Source: an optimization exercise on an open RTL-to-GDS flow (aim: small area and a short achievable clock period). Production flows keep margins and buffers that such runs may drop.
Where RTL was checked, it was by simulation tests only, not by an equivalence proof against the original.
No functional check of the RTL was part of runs 2 and 3.

## flow/design.v (module list and top-level ports; edited modules follow where they fit)
// module rs_syn2: 1911 lines
// module reel_block_rx: 123 lines
module reel_block_rx (
  input  wire        clk,
  input  wire        rst,
  input  wire [39:0] in_data,
  input  wire        in_valid,
  output reg  [39:0] out_data,
  output reg         out_valid,
  output reg         stat_valid,
  output reg         stat_hdr_ok,
  output reg  [7:0]  stat_blk,
  output reg  [7:0]  stat_seq,
  output reg         stat_clean_a,
  output reg         stat_clean_b
);
  // ...
==> flow/run.sh <==
#!/bin/bash
# synth_recipe.tcl (not shown) runs the flow's synth.tcl, then flattens the netlist and writes it again
# the make line also repeats each setting of config.mk as NAME=value (left out here)
make -C /OpenROAD-flow-scripts/flow DESIGN_CONFIG=/design/flow/config.mk WORK_HOME=/design/flow/orfs CLKGATE_MAP_FILE= SYNTH_SCRIPT=/design/flow/synth_recipe.tcl finish
==> flow/config.mk <==
export PLATFORM = sky130hd
export DESIGN_NAME = reel_block_rx
export DESIGN_NICKNAME = reel_block_rx
export VERILOG_FILES = /design/flow/design.v
export SDC_FILE = /design/flow/constraint.sdc
export NUM_CORES = 4
export LEC_CHECK = 0
export CAP_MARGIN = 20
export CORE_MARGIN = 2
export CORE_UTILIZATION = 60
export SETUP_SLACK_MARGIN = 4.2
export SLEW_MARGIN = 20
==> flow/constraint.sdc <==
create_clock -name core_clock -period 7.0 [get_ports {clk}]
set_input_delay 1.4000 -clock core_clock [delete_from_list [all_inputs] [get_ports {clk}]]
set_output_delay 1.4000 -clock core_clock [all_outputs]
set_load 0.01 [all_outputs]
==> summary.txt, run 1 <==
Clock tree
  – H-tree depth: 4
  – Hold buffers post-CTS: 0
  – Clock slew seen by the registers of the worst setup and hold paths: about 0.060 ns
  – Skew-Pair Late Insertion Delay: around 0.80 ns
  – Post-CTS Resized: 300

Logic synthesis
  – Netlist Area Pre-Place: roughly 0.075 mm²
  – Synthesized area per cell: roughly 11 µm²
  – Synth Area in Compound Gates: 0.647%
  – Mapped Nets: just under 7000

Critical path
  – WP buf/inv: 1
  – Worst setup path start: u_syn_b.s25[5]$_DFFE_PP_
  – Crit path DAT: between 3 and 4 ns

Layout
  – Fill count: between 9000 and 10000
  – Register area: approximately 0.035 mm²
  – Layout inverter count without the clock tree: between 70 and 80

Timing
  – RSZ-0062 raised after global routing: true
  – Final Hold Vio Count: 0

GRT
  – M2 GR Usage: 53.2%
  – Gr usage total: between 30% and 40%

Floorplanning
  – Starting Density: about 60%

Drt
  – Wire length on met3: approximately 25000 µm

Run status
  – Status: timing/DRC/antenna clean
==> module reel_block_rx, before the edit <==
module reel_block_rx (
  input  wire        clk,
  input  wire        rst,
  input  wire [39:0] in_data,
  input  wire        in_valid,
  output reg  [39:0] out_data,
  output reg         out_valid,
  output reg         stat_valid,
  output reg         stat_hdr_ok,
  output reg  [7:0]  stat_blk,
  output reg  [7:0]  stat_seq,
  output reg         stat_clean_a,
  output reg         stat_clean_b
);
  localparam [47:0] CLAPPER  = 48'hF3A6_0C59_D21E;
  localparam [57:0] SCR_INIT = 58'h2C5_9A37_E1D0_64BB;
  function [15:0] crc16_40(input [15:0] c_in, input [39:0] bits);
    integer i;
    reg [15:0] c;
    reg        fb;
    begin
      c = c_in;
      for (i = 39; i >= 0; i = i - 1) begin
        fb = c[15] ^ bits[i];
        c  = {c[14:0], 1'b0} ^ (fb ? 16'h1021 : 16'h0000);
      end
      crc16_40 = c;
    end
  endfunction
  function [97:0] scramble40(input [57:0] s_in);
    integer i;
    reg [57:0] s;
    reg [39:0] ks;
    reg        f;
    begin
      s = s_in;
      for (i = 39; i >= 0; i = i - 1) begin
        f     = s[57] ^ s[38];
        ks[i] = f;
        s     = {s[56:0], f};
      end
      scramble40 = {s, ks};
    end
  endfunction
  localparam [97:0] SCR_W2 = scramble40(SCR_INIT);
  localparam [57:0] SCR2   = SCR_W2[97:40];
  wire take = in_valid && !rst;
  reg [8:0]  word;      
  reg [57:0] scr;
  wire [97:0] scr_adv = scramble40(scr);
  always @(posedge clk) begin
    if (rst) begin
      word <= 9'd0;
      scr  <= 58'd0;
    end else if (in_valid) begin
      if (word == 9'd447) begin
        word <= 9'd0;
        scr  <= 58'd0;
      end else begin
        word <= word + 9'd1;
        scr  <= (word == 9'd1) ? SCR2 : scr_adv[97:40];
      end
    end
  end
  wire [39:0] plain = in_data ^ scr[39:0];
  reg        pv, pw0, pw1, plast;
  always @(posedge clk) begin
    out_data  <= plain;
    pv        <= take;
    pw0       <= (word == 9'd0);
    pw1       <= (word == 9'd1);
    plast     <= (word == 9'd447);
    out_valid <= take && (word >= 9'd2) && (word < 9'd424);
  end
  localparam [15:0] CRC_FF = crc16_40(16'hFFFF, 40'd0);
  reg [15:0] bw;        
  reg        qv0, qv1;  
  reg [15:0] crc0;      
  reg        clap0;     
  reg [15:0] crc1;      
  reg        clap1;     
  reg [7:0]  blk_r, seq_r;
  always @(posedge clk) begin
    bw  <= crc16_40(16'h0000, out_data);
    qv0 <= pv && pw0;
    qv1 <= pv && pw1;
    if (pv && pw0)
      clap0 <= (out_data == CLAPPER[47:8]);
    if (pv && pw1) begin
      clap1 <= clap0 && (out_data[39:32] == CLAPPER[7:0]);
      blk_r <= out_data[31:24];
      seq_r <= out_data[23:16];
    end
    if (qv0)
      crc0 <= crc16_40(CRC_FF ^ bw, 40'd0);
    if (qv1)
      crc1 <= crc0 ^ bw;
    stat_hdr_ok <= clap1 && (crc1 == 16'd0);
    stat_blk    <= blk_r;
    stat_seq    <= seq_r;
  end
  wire zero_a, zero_b;
  rs_syn2 u_syn_a (
    .clk(clk), .en(pv), .first(pw0),
    .d_hi(plain[39:30]), .d_lo(plain[19:10]), .zero(zero_a)
  );
  rs_syn2 u_syn_b (
    .clk(clk), .en(pv), .first(pw0),
    .d_hi(plain[29:20]), .d_lo(plain[9:0]), .zero(zero_b)
  );
  reg end_pending;
  always @(posedge clk) begin
    if (rst) begin
      end_pending <= 1'b0;
      stat_valid  <= 1'b0;
    end else begin
      end_pending <= pv && plast;
      stat_valid  <= end_pending;
    end
    stat_clean_a <= zero_a;
    stat_clean_b <= zero_b;
  end
endmodule
==> run 2: changes to the inputs <==
--- a/flow/design.v
+++ b/flow/design.v
@@ -99,104 +99,123 @@
   reg  [9:0] s44;
   wire [9:0] x44;
   reg  [9:0] s45;
   wire [9:0] x45;
   reg  [9:0] s46;
   wire [9:0] x46;
   reg  [9:0] s47;
   wire [9:0] x47;
-  wire n100001 = d_hi[2] ^ d_hi[5];
-  wire n100002 = d_hi[6] ^ d_hi[9];
-  wire n100003 = d_hi[9] ^ n100001;
-  wire n100004 = d_hi[3] ^ d_hi[7];
-  wire n100005 = d_hi[7] ^ n100003;
-  wire n100006 = d_hi[1] ^ n100002;
-  wire n100007 = d_hi[3] ^ n100001;
-  wire n100008 = d_hi[0] ^ n100002;
-  wire n100009 = n100004 ^ n100008;
-  wire n100010 = d_hi[4] ^ n100004;
-  wire n100011 = d_hi[1] ^ d_hi[7];
-  wire n100012 = d_hi[8] ^ n100011;
-  wire n100013 = d_hi[1] ^ d_hi[5];
-  wire n100014 = d_lo[2] ^ d_lo[5];
-  wire n100015 = d_lo[6] ^ d_lo[9];
-  wire n100016 = d_lo[1] ^ d_lo[7];
-  wire n100017 = d_lo[0] ^ d_lo[3];
-  wire n100018 = n100015 ^ n100017;
-  wire n100019 = d_lo[3] ^ d_lo[4];
-  wire n100020 = n100016 ^ n100019;
-  wire n100021 = d_lo[8] ^ n100014;
-  wire n100022 = n100016 ^ n100021;
-  wire n100023 = d_lo[1] ^ d_lo[5];
-  wire n100024 = d_lo[9] ^ n100014;
-  wire n100025 = d_hi[0] ^ d_hi[4];
-  wire n100026 = d_hi[2] ^ d_hi[6];
-  wire n100027 = d_hi[1] ^ d_hi[8];
-  wire n100028 = d_hi[5] ^ d_hi[8];
-  wire n100029 = d_hi[4] ^ n100027;
-  wire n100030 = d_hi[3] ^ d_hi[6];
-  wire n100031 = n100025 ^ n100030;
-  wire n100032 = n100026 ^ n100028;
-  wire n100033 = d_hi[7] ^ n100025;
-  wire n100034 = n100027 ^ n100033;
-  wire n100035 = d_hi[3] ^ d_hi[9];
-  wire n100036 = n100026 ^ n100035;
-  wire n100037 = d_hi[4] ^ n100028;
-  wire n100038 = d_hi[0] ^ d_hi[6];
-  wire n100039 = d_hi[7] ^ n100038;
-  wire n100040 = d_hi[2] ^ d_hi[8];
-  wire n100041 = d_hi[9] ^ n100040;
-  wire n100042 = d_lo[0] ^ d_lo[3];
-  wire n100043 = d_lo[2] ^ d_lo[5];
-  wire n100044 = d_lo[1] ^ d_lo[4];
-  wire n100045 = d_lo[7] ^ n100044;
-  wire n100046 = d_lo[6] ^ d_lo[9];
-  wire n100047 = d_lo[1] ^ d_lo[8];
+  wire n100001 = d_hi[4] ^ d_hi[6];
+  wire n100002 = d_hi[0] ^ d_hi[2];
+  wire n100003 = d_hi[7] ^ n100002;
+  wire n100004 = d_hi[3] ^ n100001;
+  wire n100005 = d_hi[8] ^ n100003;
+  wire n100006 = d_hi[0] ^ n100004;
+  wire n100007 = d_hi[8] ^ n100004;
+  wire n100008 = d_hi[3] ^ d_hi[6];
+  wire n100009 = d_hi[8] ^ n100008;
+  wire n100010 = d_hi[1] ^ d_hi[7];
+  wire n100011 = n100010 ^ n100006;
+  wire n100012 = d_hi[4] ^ d_hi[5];
+  wire n100013 = n100012 ^ n100005;
+  wire n100014 = d_hi[9] ^ n100002;
+  wire n100015 = n100014 ^ n100007;
+  wire n100016 = d_hi[1] ^ n100001;
+  wire n100017 = n100016 ^ n100005;
+  wire n100018 = d_hi[5] ^ n100007;
+  wire n100019 = d_hi[9] ^ n100005;
+  wire n100020 = d_hi[2] ^ n100001;
+  wire n100021 = d_lo[3] ^ d_lo[6];
+  wire n100022 = d_lo[0] ^ d_lo[7];
+  wire n100023 = d_lo[2] ^ d_lo[6];
+  wire n100024 = d_lo[4] ^ d_lo[8];
+  wire n100025 = d_lo[4] ^ n100023;
+  wire n100026 = d_lo[8] ^ n100021;
+  wire n100027 = d_lo[2] ^ n100022;
+  wire n100028 = d_lo[0] ^ d_lo[4];
+  wire n100029 = n100021 ^ n100028;
+  wire n100030 = d_lo[1] ^ n100022;
+  wire n100031 = n100024 ^ n100030;
+  wire n100032 = d_lo[5] ^ n100024;
+  wire n100033 = d_lo[2] ^ d_lo[8];
+  wire n100034 = d_lo[9] ^ n100033;
+  wire n100035 = d_hi[3] ^ d_hi[5];
+  wire n100036 = d_hi[7] ^ d_hi[9];
+  wire n100037 = d_hi[0] ^ d_hi[3];
+  wire n100038 = d_hi[1] ^ d_hi[8];
+  wire n100039 = d_hi[2] ^ n100035;
+  wire n100040 = d_hi[1] ^ d_hi[4];
+  wire n100041 = d_hi[5] ^ d_hi[7];
+  wire n100042 = n100040 ^ n100041;
+  wire n100043 = d_hi[6] ^ n100036;
+  wire n100044 = n100037 ^ n100043;
+  wire n100045 = d_hi[3] ^ d_hi[9];
+  wire n100046 = n100038 ^ n100045;
+  wire n100047 = d_hi[1] ^ n100035;
+  wire n100048 = d_hi[0] ^ d_hi[7];
+  wire n100049 = n100035 ^ n100048;
+  wire n100050 = d_hi[2] ^ d_hi[5];
+  wire n100051 = n100036 ^ n100050;
+  wire n100052 = d_hi[4] ^ n100036;
+  wire n100053 = d_hi[1] ^ d_hi[6];
+  wire n100054 = d_hi[9] ^ n100053;
+  wire n100055 = n100037 ^ n100038;
+  wire n100056 = d_lo[5] ^ d_lo[8];
+  wire n100057 = d_lo[0] ^ d_lo[7];
+  wire n100058 = d_lo[2] ^ d_lo[9];
+  wire n100059 = d_lo[4] ^ n100056;
+  wire n100060 = d_lo[6] ^ n100057;
+  wire n100061 = d_lo[8] ^ n100058;
+  wire n100062 = d_lo[0] ^ d_lo[4];
+  wire n100063 = d_lo[2] ^ d_lo[6];
+  wire n100064 = d_lo[1] ^ d_lo[4];
+  wire n100065 = d_lo[8] ^ n100064;
+  wire n100066 = d_lo[3] ^ d_lo[6];
   always @(posedge clk) begin
-    rh8[0] <= n100003;
-    rl8[0] <= n100018;
-    rh8[1] <= n100002;
-    rl8[1] <= n100020;
-    rh8[2] <= d_hi[3];
+    rh8[0] <= n100009;
+    rl8[0] <= n100023;
+    rh8[1] <= n100003;
+    rl8[1] <= n100021;
+    rh8[2] <= n100006;
     rl8[2] <= n100022;
-    rh8[3] <= n100005;
-    rl8[3] <= n100023;
-    rh8[4] <= n100006;
-    rl8[4] <= n100024;
-    rh8[5] <= n100007;
-    rl8[5] <= n100015;
-    rh8[6] <= n100009;
-    rl8[6] <= d_lo[3];
-    rh8[7] <= n100010;
-    rl8[7] <= d_lo[7];
-    rh8[8] <= n100012;
-    rl8[8] <= d_lo[1];
-    rh8[9] <= n100013;
-    rl8[9] <= n100014;
-    rh9[0] <= n100025;
-    rl9[0] <= n100042;
-    rh9[1] <= n100026;
-    rl9[1] <= n100043;
-    rh9[2] <= n100029;
-    rl9[2] <= n100045;
-    rh9[3] <= n100031;
-    rl9[3] <= n100046;
-    rh9[4] <= n100032;
-    rl9[4] <= n100047;
-    rh9[5] <= n100034;
-    rl9[5] <= d_lo[3];
-    rh9[6] <= n100036;
-    rl9[6] <= d_lo[5];
-    rh9[7] <= n100037;
-    rl9[7] <= d_lo[7];
-    rh9[8] <= n100039;
-    rl9[8] <= d_lo[9];
-    rh9[9] <= n100041;
-    rl9[9] <= d_lo[1];
+    rh8[3] <= n100011;
+    rl8[3] <= n100025;
+    rh8[4] <= n100013;
+    rl8[4] <= n100026;
+    rh8[5] <= n100015;
+    rl8[5] <= n100027;
+    rh8[6] <= n100017;
+    rl8[6] <= n100029;
+    rh8[7] <= n100018;
+    rl8[7] <= n100031;
+    rh8[8] <= n100019;
+    rl8[8] <= n100032;
+    rh8[9] <= n100020;
+    rl8[9] <= n100034;
+    rh9[0] <= n100039;
+    rl9[0] <= n100056;
+    rh9[1] <= n100042;
+    rl9[1] <= n100057;
+    rh9[2] <= n100044;
+    rl9[2] <= n100058;
+    rh9[3] <= n100046;
+    rl9[3] <= n100059;
+    rh9[4] <= n100047;
+    rl9[4] <= n100060;
+    rh9[5] <= n100049;
+    rl9[5] <= n100061;
+    rh9[6] <= n100051;
+    rl9[6] <= n100062;
+    rh9[7] <= n100052;
+    rl9[7] <= n100063;
+    rh9[8] <= n100054;
+    rl9[8] <= n100065;
+    rh9[9] <= n100055;
+    rl9[9] <= n100066;
   end
   wire n1 = rh8[2] ^ rh8[9];
   wire n2 = rh8[1] ^ rh8[8];
   wire n3 = rh8[0] ^ rh8[7];
   wire n4 = rh8[9] ^ rh8[6];
   wire n5 = rh8[8] ^ rh8[5];
   wire n6 = rh8[0] ^ rh8[3];
   wire n7 = rh8[1] ^ rh8[4];
@@ -1980,37 +1999,37 @@
     pv        <= take;
     pw0       <= (word == 9'd0);
     pw1       <= (word == 9'd1);
     plast     <= (word == 9'd447);
     out_valid <= take && (word >= 9'd2) && (word < 9'd424);
   end
   localparam [15:0] CRC_FF = crc16_40(16'hFFFF, 40'd0);
   reg [15:0] bw;        
-  reg        qv0, qv1;  
+  reg        cl_hi;     
+  reg        cl_lo;     
   reg [15:0] crc0;      
   reg        clap0;     
   reg [15:0] crc1;      
   reg        clap1;     
   reg [7:0]  blk_r, seq_r;
   always @(posedge clk) begin
-    bw  <= crc16_40(16'h0000, out_data);
-    qv0 <= pv && pw0;
-    qv1 <= pv && pw1;
-    if (pv && pw0)
-      clap0 <= (out_data == CLAPPER[47:8]);
+    bw    <= crc16_40(16'h0000, plain);
+    cl_hi <= (plain == CLAPPER[47:8]);
+    cl_lo <= (plain[39:32] == CLAPPER[7:0]);
+    if (pv && pw0) begin
+      crc0  <= crc16_40(CRC_FF ^ bw, 40'd0);
+      clap0 <= cl_hi;
+    end
     if (pv && pw1) begin
-      clap1 <= clap0 && (out_data[39:32] == CLAPPER[7:0]);
+      crc1  <= crc0 ^ bw;
+      clap1 <= clap0 && cl_lo;
       blk_r <= out_data[31:24];
       seq_r <= out_data[23:16];
     end
-    if (qv0)
-      crc0 <= crc16_40(CRC_FF ^ bw, 40'd0);
-    if (qv1)
-      crc1 <= crc0 ^ bw;
     stat_hdr_ok <= clap1 && (crc1 == 16'd0);
     stat_blk    <= blk_r;
     stat_seq    <= seq_r;
   end
   wire zero_a, zero_b;
   rs_syn2 u_syn_a (
     .clk(clk), .en(pv), .first(pw0),
     .d_hi(plain[39:30]), .d_lo(plain[19:10]), .zero(zero_a)
==> flow/config.mk (replaced) <==
export PLATFORM = sky130hd
export DESIGN_NAME = reel_block_rx
export DESIGN_NICKNAME = reel_block_rx
export VERILOG_FILES = /design/flow/design.v
export SDC_FILE = /design/flow/constraint.sdc
export NUM_CORES = 4
export LEC_CHECK = 0
export CAP_MARGIN = 20
export CORE_MARGIN = 2
export CORE_UTILIZATION = 40
export CTS_CLUSTER_DIAMETER = 100
export CTS_CLUSTER_SIZE = 20
export SETUP_SLACK_MARGIN = 4.5
export SLEW_MARGIN = 20
==> summary.txt, run 2 <==
Run status
  – Status: timing/DRC/antenna clean

Logic synthesis
  – Distinct cell type count after synthesis: 38
  – Dominant synthesized flop cell: edfxtp_1
  – Number of flops mapped to enable cells by yosys: roughly 1000
  – Count leader, synth: xnor2_1
  – Yosys top cell by area: edfxtp_1
  – Netlist Area Pre-Place: 0.0763 mm² (+1.0%)
  – Synth async-reset ratio: 0%
  – Synthesized area per cell: 11.3 µm² (+0.68%)
  – Post-synth top cells: 2864 x xnor2_1, 1010 x edfxtp_1, 841 x nor2_1
  – Seq cells post-synth: approximately 1200
  – Synth Instances: approximately 6800
  – Synth top area share: between 30 and 40%
  – Register area share after synthesis: between 40% and 50%
  – Top post-synthesis cells by area: edfxtp_1 40%, xnor2_1 33%, xor2_1 8.0%, dfxtp_1 5.9%, nor2_1 4.1%
  – Synth Warn #: 2
  – Mapped Nets: 6850 (+0.40%)

Timing
  – Fin crit period: between 3 and 4 ns
  – Slew Viols, Final: 0
  – # setup viols final: 0
  – F_max: between 300 and 400 MHz
  – Clock Skews: about 0.035 ns
  – Worst-margin pin slew: about 1.2 ns
  – Post-route clock period utilization: around 47%
  – RSZ-0062 raised after global routing: true
  – Final Hold Vio Count: 0 (unchanged)
  – Final worst slack: approximately 3.7 ns
  – Rel. slew slack: between 10% and 20%

Clock tree
  – Root buffer cell: clkbuf_16
  – Clock slew seen by the registers of the worst setup and hold paths: 0.08 ns (+0.02 ns)
  – CTS tree: done
  – Skew-Pair Late Insertion Delay: 0.73 ns (-0.07 ns)
  – CTS buffer count: 72
  – Clock Path Buffers: 3
  – Hold buffers post-CTS: 0 (unchanged)
  – H-tree depth: 3 (-1)
  – Total clock sinks: about 1200

Drt
  – Per-cell routed wire length: 25.9 µm
  – Post-DRT Antenna Nets: 0
  – Drt first-iter violations: 6514
  – Drt total wl: between 200000 and 250000 µm
  – Via density per instance: 5.29
  – First-pass DRT Iterations: 5
  – DRC viols: 0
  – Routed via count: between 50000 and 60000

Layout
  – Biggest regs: scr x58, out_data x40
  – Largest register by flop count: scr
  – Nets: 6998
  – Commonest non-fill, non-tap cell in the layout: xnor2_1
  – Most frequent cells in the layout: 2784 x xnor2_1, 1010 x edfxtp_1, 838 x nor2_1
  – Fill count: 17600 (+80%)
  – Fraction of layout cells with a size suffix above 1: a little over a tenth
  – Layout area overhead: 12.8%
  – Multi-input gate area: between 0.04 and 0.05 mm²
  – Max FFs per register: 58
  – Register area: 0.0350 mm² (+0.86%)

GRT
  – Initial antenna violation count: 2
  – First-pass GRT wire length: 351000 µm
  – Gr usage total: 24.6% (-12 points)
  – Largest net degree at the start of global routing: approximately 220
  – Vias in the first global route: 48600
  – Total grt overflow: 0

Critical path
  – Critical Path Fanout Max: 3
  – FF-to-FF path depth: 10
  – Crit path launch type: primary input
  – Worst Path Required: between 7 and 8 ns
  – FF-to-FF End: bw[5]$_DFF_P_
  – Crit path DAT: 3.89 ns (+0.33 ns)
  – R2R setup slack: just under 4 ns
  – Worst r2r src: scr[30]$_SDFFE_PP0P_
  – Critical path type: in -> reg
  – Worst Setup End Kind: flip-flop

Floorplanning
  – Die Y-Extent: between 400 and 500 µm
  – I/O Pins: around 100
  – Starting Density: 40.2% (-20 points)
  – Die footprint: around 0.19 mm²
  – Core area: 0.190 mm²
  – Std cell rows: between 150 and 200
  – Die width: approximately 440 µm

Place
  – GPL Wtd Cong: just under 0.9
  – Dpl hpwl: approximately 170000 µm
  – Setup WS pre-CTS: ~2.1 ns
  – IO buf count: 103

Hold path
  – Hold Startpoint: blk_r[6]$_DFFE_PP_
  – Hold worst-path end: stat_blk[6]$_DFF_P_
  – Hold Path Depth: 0
  – HP Class: reg -> reg

Run
  – # Max-Cap Violations: 0
[run 2: worst max path at each step]
stage,depth (start not counted),slack [ns],from,to
after floorplan,1,-1.34,pv$_DFF_P_,blk_r[0]$_DFFE_PP_
after global placement,8,2.10,in_data[39],bw[5]$_DFF_P_
after detailed placement,8,2.09,in_data[39],bw[5]$_DFF_P_
after CTS,9,3.64,in_data[38],bw[14]$_DFF_P_
after global routing,11,3.61,in_data[35],bw[14]$_DFF_P_
final,10,3.69,in_data[35],bw[13]$_DFF_P_
[run 2: critical path, cell delays in order]
cell     delay [ns]
buf_8          0.11
xnor2_4        0.13
buf_6          0.15
xnor2_4        0.20
xnor3_1        0.48
xnor2_2        0.23
xor2_2         0.20
xor3_2         0.49
buf_6          0.15
xnor3_1        0.37
[run 2: kinds of logic (layout without fill, tap and decap cells)]
group	count (synthesis)	count (layout)	synth area share (%)
AOI/OAI and AO/OA	92	92	0.747
xor gates and xnor gates	3615	3615	42.4
adders and majority gates	35	35	0.574
buffers and inverters	399	593	1.97
DFF	1235	1235	45.7
other	0	1	0
and+or+nand+nor	1396	1396	8.61
[run 2: timing repair]
action | in CTS | in global routing
setup endpoints to repair | 780 | 467
setup buffers | 104 | 28
gates resized for setup | 576 | 131
gates cloned | 2 | 2
endpoints found under the hold margin | 0 | 0
pin swaps | 58 | 44
[run 2: final cells by class]
| cell class | count | share of cell area, % |
|---|---|---|
| multi-input cells | 5138 | 48.5 |
| flip-flops and latches | 1235 | 40.7 |
| clock buffers | 115 | 2.41 |
| well taps | 2511 | 3.65 |
| diodes | 1 | 0.00291 |
| clock inverters | 5 | 0.0582 |
| inverters | 89 | 0.397 |
| repair buffers | 384 | 4.31 |
[run 2: stage by stage]
stage	cells	utilization [%]	hold slack [ns]	instance area (µm²)	setup TNS [ns]
after floorplan	6772	-	0.323	76600	-356.76
after global placement	9220	42.7	0.324	81000	0
after detailed placement	9221	42.7	0.327	81000	0
after CTS	9447	44.9	0.344	85200	0
after global routing	9478	45.3	0.348	86000	0
final	9478	45.3	0.339	86000	0
[run 2: metal layers]
metal  GRT usage [%]  part of all wire [%]
met5               0                     0
met4            5.89                   2.4
met3            2.72                   7.6
met2            38.0                    45
met1            36.7                    45
==> run 3: changes to the inputs <==
--- a/flow/config.mk
+++ b/flow/config.mk
@@ -8,7 +8,5 @@
 export CAP_MARGIN = 20
 export CORE_MARGIN = 2
 export CORE_UTILIZATION = 40
-export CTS_CLUSTER_DIAMETER = 100
-export CTS_CLUSTER_SIZE = 20
 export SETUP_SLACK_MARGIN = 4.5
 export SLEW_MARGIN = 20
==> summary.txt, run 3 <==
Drt
  – Drt total wl: 249000 µm (+1.4%)
  – Routed via count: 50500 (+0.86%)
  – Per-cell routed wire length: 25.9 µm (about the same)
  – DRC viols: 0 (unchanged)
  – First-pass DRT Iterations: 5 (unchanged)
  – Drt first-iter violations: 6205 (-4.7%)
  – Post-DRT Antenna Nets: 0 (unchanged)
  – Via density per instance: 5.25 (-0.59%)

Logic synthesis
  – Number of flops mapped to enable cells by yosys: 1010 (unchanged)
  – Seq cells post-synth: 1235 (unchanged)
  – Register area share after synthesis: 45.7% (unchanged)
  – Count leader, synth: xnor2_1
  – Yosys top cell by area: edfxtp_1
  – Synthesized area per cell: 11.3 µm² (unchanged)
  – Post-synth top cells: 2864 x xnor2_1, 1010 x edfxtp_1, 841 x nor2_1
  – Dominant synthesized flop cell: edfxtp_1
  – Netlist Area Pre-Place: 0.0763 mm² (unchanged)
  – Mapped Nets: 6850 (unchanged)
  – Distinct cell type count after synthesis: 38 (unchanged)
  – Synth Warn #: 2 (unchanged)
  – Synth Instances: 6772 (unchanged)
  – Synth top area share: 39.8% (unchanged)
  – Top post-synthesis cells by area: edfxtp_1 40%, xnor2_1 33%, xor2_1 8.0%, dfxtp_1 5.9%, nor2_1 4.1%
  – Synth async-reset ratio: 0% (unchanged)

Hold path
  – HP Class: reg -> reg

Clock tree
  – H-tree depth: 4 (+1)
  – Skew-Pair Late Insertion Delay: 0.80 ns (+0.07 ns)
  – CTS tree: done
  – CTS buffer count: 141 (+96%)
  – Clock Path Buffers: 3 (unchanged)
  – Root buffer cell: clkbuf_16
  – Clock slew seen by the registers of the worst setup and hold paths: 0.06 ns (-0.02 ns)
  – Total clock sinks: 1235 (unchanged)

Layout
  – Nets: 7078 (+1.1%)
  – Biggest regs: scr x58, out_data x40
  – Layout area overhead: 16.2%
  – Commonest non-fill, non-tap cell in the layout: xnor2_1
  – Most frequent cells in the layout: 2777 x xnor2_1, 1010 x edfxtp_1, 838 x nor2_1
  – Fraction of layout cells with a size suffix above 1: 12.2% (+1.6 points)
  – Largest register by flop count: scr
  – Max FFs per register: 58 (unchanged)

Timing
  – RSZ-0062 raised after global routing: true
  – Clock Skews: 0.0292 ns (-0.00559 ns)
  – Setup_tns: 0 ns (unchanged)
  – F_max: 294 MHz (-2.8%)
  – Slew Viols, Final: 0 (unchanged)
  – Rel. slew slack: 21.4% (+2.0 points)
  – Final Hold Vio Count: 0 (unchanged)
  – Post-route clock period utilization: 48.7% (+1.3 points)
  – # setup viols final: 0 (unchanged)
  – Fin crit period: 3.41 ns (+0.0944 ns)
  – Worst-margin pin slew: 1.17 ns (-0.0301 ns)

Floorplanning
  – Die width: 441 µm (unchanged)
  – Die footprint: 0.194 mm² (unchanged)
  – Core area: 0.190 mm² (unchanged)
  – Die Y-Extent: 441 µm (unchanged)
  – Starting Density: 40.2% (unchanged)
  – I/O Pins: 104 (unchanged)
  – Std cell rows: 160 (unchanged)

Place
  – GPL Wtd Cong: 0.886 (unchanged)
  – IO buf count: 103 (unchanged)
  – Dpl hpwl: 166000 µm (unchanged)

Critical path
  – Crit path DAT: 4.06 ns (+0.17 ns)
  – Critical path type: in -> reg
  – Worst Setup End Kind: flip-flop
  – R2R setup slack: 3.77 ns (-0.11 ns)
  – Worst Path Required: 7.65 ns (+0.07 ns)
  – Crit path launch type: primary input
  – Critical Path Fanout Max: 4 (+1)

GRT
  – Vias in the first global route: 49100 (+1.2%)
  – First-pass GRT wire length: 352000 µm (+0.32%)
  – Gr usage total: 25.0% (+0.34 points)
  – Initial antenna violation count: 2 (unchanged)
  – Largest net degree at the start of global routing: 216 (unchanged)
  – Total grt overflow: 0 (unchanged)

Run status
  – Status: timing/DRC/antenna clean

Run
  – # Max-Cap Violations: 0 (unchanged)
[run 3: metrics by stage]
stage          instances  area [µm²]  util, %  hold WS (ns)  worst slack [ns]
6_report            9617       88600     46.7         0.341              3.59
5_1_grt             9617       88600     46.7         0.345              3.58
4_1_cts             9575       87500     46.1         0.341              3.71
3_5_place_dp        9221       81000     42.7         0.327              2.09
3_3_place_gp        9220       81000     42.7         0.324              2.10
2_1_floorplan       6772       76600        -         0.323             -1.34
[run 3: layer usage]
layer	GRT usage [%]	vias to the layer above	part of all wire, %	wire length (µm)
met3	5.25	380	8.9	22100
met4	7.67	2	3.2	7850
met1	35.6	25400	43	108000
met5	0	-	0.0044	11
met2	37.7	2203	44	111000
li1	-	22500	-	-
[run 3: layout make-up]
type	instances	area [µm²]
tap	2511	3140
clock buffer	192	4000
fill	17300	101000
inverter	89	337
timing repair buffer	395	3760
antenna	1	2.50
multi-input combinational	5138	41900
sequential	1235	35000
clock inverter	56	515
[run 3: worst paths after layout]
check	start	end	depth (start not counted)
max reg2reg	scr[30]$_SDFFE_PP0P_	bw[14]$_DFF_P_	9
max	in_data[35]	bw[5]$_DFF_P_	11
min	blk_r[0]$_DFFE_PP_	stat_blk[0]$_DFF_P_	0
min reg2reg	blk_r[0]$_DFFE_PP_	stat_blk[0]$_DFF_P_	0
[run 3: logic make-up (layout without fill, tap and decap cells)]
kind of cell | count (synthesis) | in the layout | synth area share, %
compound gates | 92 | 92 | 0.747
xor+xnor | 3615 | 3615 | 42.4
fa+ha+maj | 35 | 35 | 0.574
buf+inv | 399 | 732 | 1.97
flops | 1235 | 1235 | 45.7
other cells | 0 | 1 | 0
simple gates | 1396 | 1396 | 8.61
[run 3: worst max-delay path: stages]
cell	delay [ns]
buf_2	0.14
xnor2_4	0.18
buf_6	0.16
buf_4	0.12
xor2_2	0.24
xnor3_2	0.46
xnor2_2	0.23
xnor3_2	0.42
buf_12	0.15
xnor2_4	0.19
xnor3_1	0.35
[run 3: repair_timing]
| action | CTS | global route |
|---|---|---|
| setup endpoints to repair | 793 | 308 |
| setup buffers | 104 | 39 |
| pin swaps | 67 | 48 |
| resized for setup | 584 | 140 |
| hold buffers | 0 | 0 |
| gates cloned | 2 | 2 |

static timing again, ports no longer ideal:
How much do the figures lean on ideal ports? The routed layouts below were timed once more, with nothing changed but the port constraints.
Step 1: set_driving_cell puts a clkbuf_16 on clk and a buf_2 on each other input, an assumption about the parent block.
Step 2 moves the port delays by t, midway between the first and last clock arrival at a register: inputs arrive t later, outputs are due t later. That takes back most of the time a late clock gives input paths.
Three values: ideal ports, drivers, drivers and shift; two values: the first two.
run | t (ns) | setup WS [ns] | worst hold slack (ns) | worst register clock-pin slew, ns | worst data-port slew with drivers (ns)
run 1 | 0.858 | 4.146 / 4.146 / 3.610 | 0.342 / 0.342 / 0.342 | 0.07 / 0.07 | 0.05
run 2 | 0.791 | 3.688 / 3.733 / 2.942 | 0.339 / 0.339 / 0.339 | 0.10 / 0.10 | 0.06
run 3 | 0.875 | 3.594 / 3.661 / 2.787 | 0.341 / 0.341 / 0.341 | 0.07 / 0.07 | 0.07
After both steps every run listed still meets setup and hold. For run 3, which loses most, drivers alone change the setup slack by +0.067 ns; drivers and shift together by -0.807 ns.
